What follows belongs to an exercise in optimizing a design on an open flow for small area, a short achievable clock period and few clock cycles; a production flow would make more cautious choices.
The RTL was checked by simulation tests, not by an equivalence proof against the original design.
Power and IR drop assume default switching activity.

==> inputs of run a <==
## dz3_pq_engine
module dz3_pq_engine (
    input  wire         clk,
    input  wire         rst_n,
    input  wire         cmd_valid,
    output wire         cmd_ready,
    input  wire [1:0]   cmd_op,
    input  wire [5:0]   cmd_x,
    input  wire [5:0]   cmd_y,
    input  wire         in_valid,
    output wire         in_ready,
    input  wire [127:0] in_p,
    input  wire [127:0] in_q,
    input  wire [127:0] in_d,
    output reg          out_valid,
    output reg  [127:0] out_p,
    output reg  [127:0] out_q
);
export LEC_CHECK = 0
export CAP_MARGIN = 20
export CORE_MARGIN = 2
export CORE_UTILIZATION = 55
export CTS_BUF_LIST = sky130_fd_sc_hd__clkbuf_4 sky130_fd_sc_hd__clkbuf_8
export PLACE_DENSITY = 0.7
export SETUP_SLACK_MARGIN = 3.9
export SLEW_MARGIN = 50
create_clock -name core_clock -period 6.5 [get_ports {clk}]
standard.sh (not shown) runs the stock make flow with config.mk's settings and CLKGATE_MAP_FILE= SYNTH_SCRIPT=/design/flow/synth_recipe.tcl, a recipe that flattens the netlist after the stock synthesis.
==> flow/flow/run.sh <==
#!/bin/bash
# Standard layout, with two changes to how it is made:
#  - the port buffers are sky130_fd_sc_hd__buf_2 instead of the resizer's default choice;
#  - the pins of each byte lane (in_p, in_q, in_d, out_p, out_q bytes n) are placed as one
#    contiguous group, so each lane's logic sits next to its own pins.
# Each tool's full output goes to a log file in this folder.
set -euo pipefail
GROUPS_ARGS=$(cat flow/pin_groups.txt)
bash standard.sh "BUFFER_PORTS_ARGS=-buffer_cell sky130_fd_sc_hd__buf_2" \
    "PLACE_PINS_ARGS=$GROUPS_ARGS" finish > standard.log 2>&1
Other scripts of this flow, unchanged in this note and not shown: flow/flow/pin_groups.txt
==> inputs of run b, as changes to run a <==
--- a/flow/config.mk
+++ b/flow/config.mk
@@ -9,6 +9,5 @@
 export CORE_MARGIN = 2
-export CORE_UTILIZATION = 55
-export CTS_BUF_LIST = sky130_fd_sc_hd__clkbuf_4 sky130_fd_sc_hd__clkbuf_8
-export PLACE_DENSITY = 0.7
-export SETUP_SLACK_MARGIN = 3.9
+export CORE_UTILIZATION = 60
+export PLACE_DENSITY = 0.75
+export SETUP_SLACK_MARGIN = 4.0
 export SLEW_MARGIN = 50
==> inputs of run c, as changes to run a <==
--- a/flow/config.mk
+++ b/flow/config.mk
@@ -9,6 +9,5 @@
 export CORE_MARGIN = 2
-export CORE_UTILIZATION = 55
-export CTS_BUF_LIST = sky130_fd_sc_hd__clkbuf_4 sky130_fd_sc_hd__clkbuf_8
-export PLACE_DENSITY = 0.7
-export SETUP_SLACK_MARGIN = 3.9
+export CORE_UTILIZATION = 50
+export PLACE_DENSITY = 0.6
+export SETUP_SLACK_MARGIN = 3.6
 export SLEW_MARGIN = 50
==> run summary <==
quantity	run c	run a	run b
Result of the run	timing/DRC/antenna clean	timing/DRC/antenna clean	timing/DRC/antenna clean
Reported sequential group power	0.00442 W	0.00435 W	0.00433 W
Die Outline Area	90620 µm²	82490 µm²	75700 µm²
Tapcells inserted	1155	1050	959
Total combinational power	0.0173 W	0.0172 W	0.0188 W
Fin worst setup slack	3.669 ns	3.916 ns	3.939 ns
Fraction of layout cells with a size suffix above 1	0.1600	0.1729	0.3151
Launch point of the worst reg-to-reg path	d_sel_lo	m1[58]	m2[35]
Global-route usage over all layers	0.3807	0.3790	0.4223
Height of the chip	301.0 µm	287.2 µm	275.1 µm
Half-perimeter wire length of the detailed placement result	128.6 mm	115.6 mm	117.2 mm
Number of detailed-route iterations in the first pass	5	6	6
Count of buffers added by post-CTS timing repair for setup	4	16	30
Maximum clock frequency	353.3 MHz	386.9 MHz	390.5 MHz
Reg clk slew, reported paths	0.06 ns	0.07 ns	0.06 ns
Metal3 WL	20.26 mm	19.13 mm	19.67 mm
Buffers & Inverters on Critical Path	2	1	1
Power of the clock network	0.00259 W	0.00236 W	0.00247 W
Overall power	0.02429 W	0.02393 W	0.02557 W
Cell at the root of the clock tree	sky130_fd_sc_hd__clkbuf_16	sky130_fd_sc_hd__clkbuf_8	sky130_fd_sc_hd__clkbuf_16
# resized after CTS	8	32	66
Testbench counts of run a, summed over its fixed seeds: cycles 49,727.
Testbench counts of run b, summed over its fixed seeds: cycles 49,727.
Testbench counts of run c, summed over its fixed seeds: cycles 49,727.

==> port drivers added, routing unchanged <==
How much do the figures lean on ideal ports? The routed layouts below were timed once more, with nothing changed but the port constraints.
Step 1, drivers: a clkbuf_16 drives clk and a buf_2 each remaining input, both assumed.
Step 2 adds t to the input delays and takes it off the output delays; t is the mean of the earliest and latest rising clock arrival at the registers after step 1. Input paths then give back, and output paths get back, about the clock's delay inside the block.
Slacks: no drivers / after step 1 / after step 2; pairs: no drivers / after step 1.
run	t (ns)	setup slack, ns	worst setup path at the end	worst slew at a driven data input, ns
run a	0.777	3.916 / 3.894 / 3.252	input to register	0.16
run b	0.656	3.939 / 3.887 / 3.231	input to register	0.15
run c	0.666	3.669 / 3.669 / 3.147	input to register	0.17
After both steps every run listed still meets setup and hold. The setup slack of run b, which loses most, moves by -0.052 ns with the drivers and by -0.708 ns with both steps.
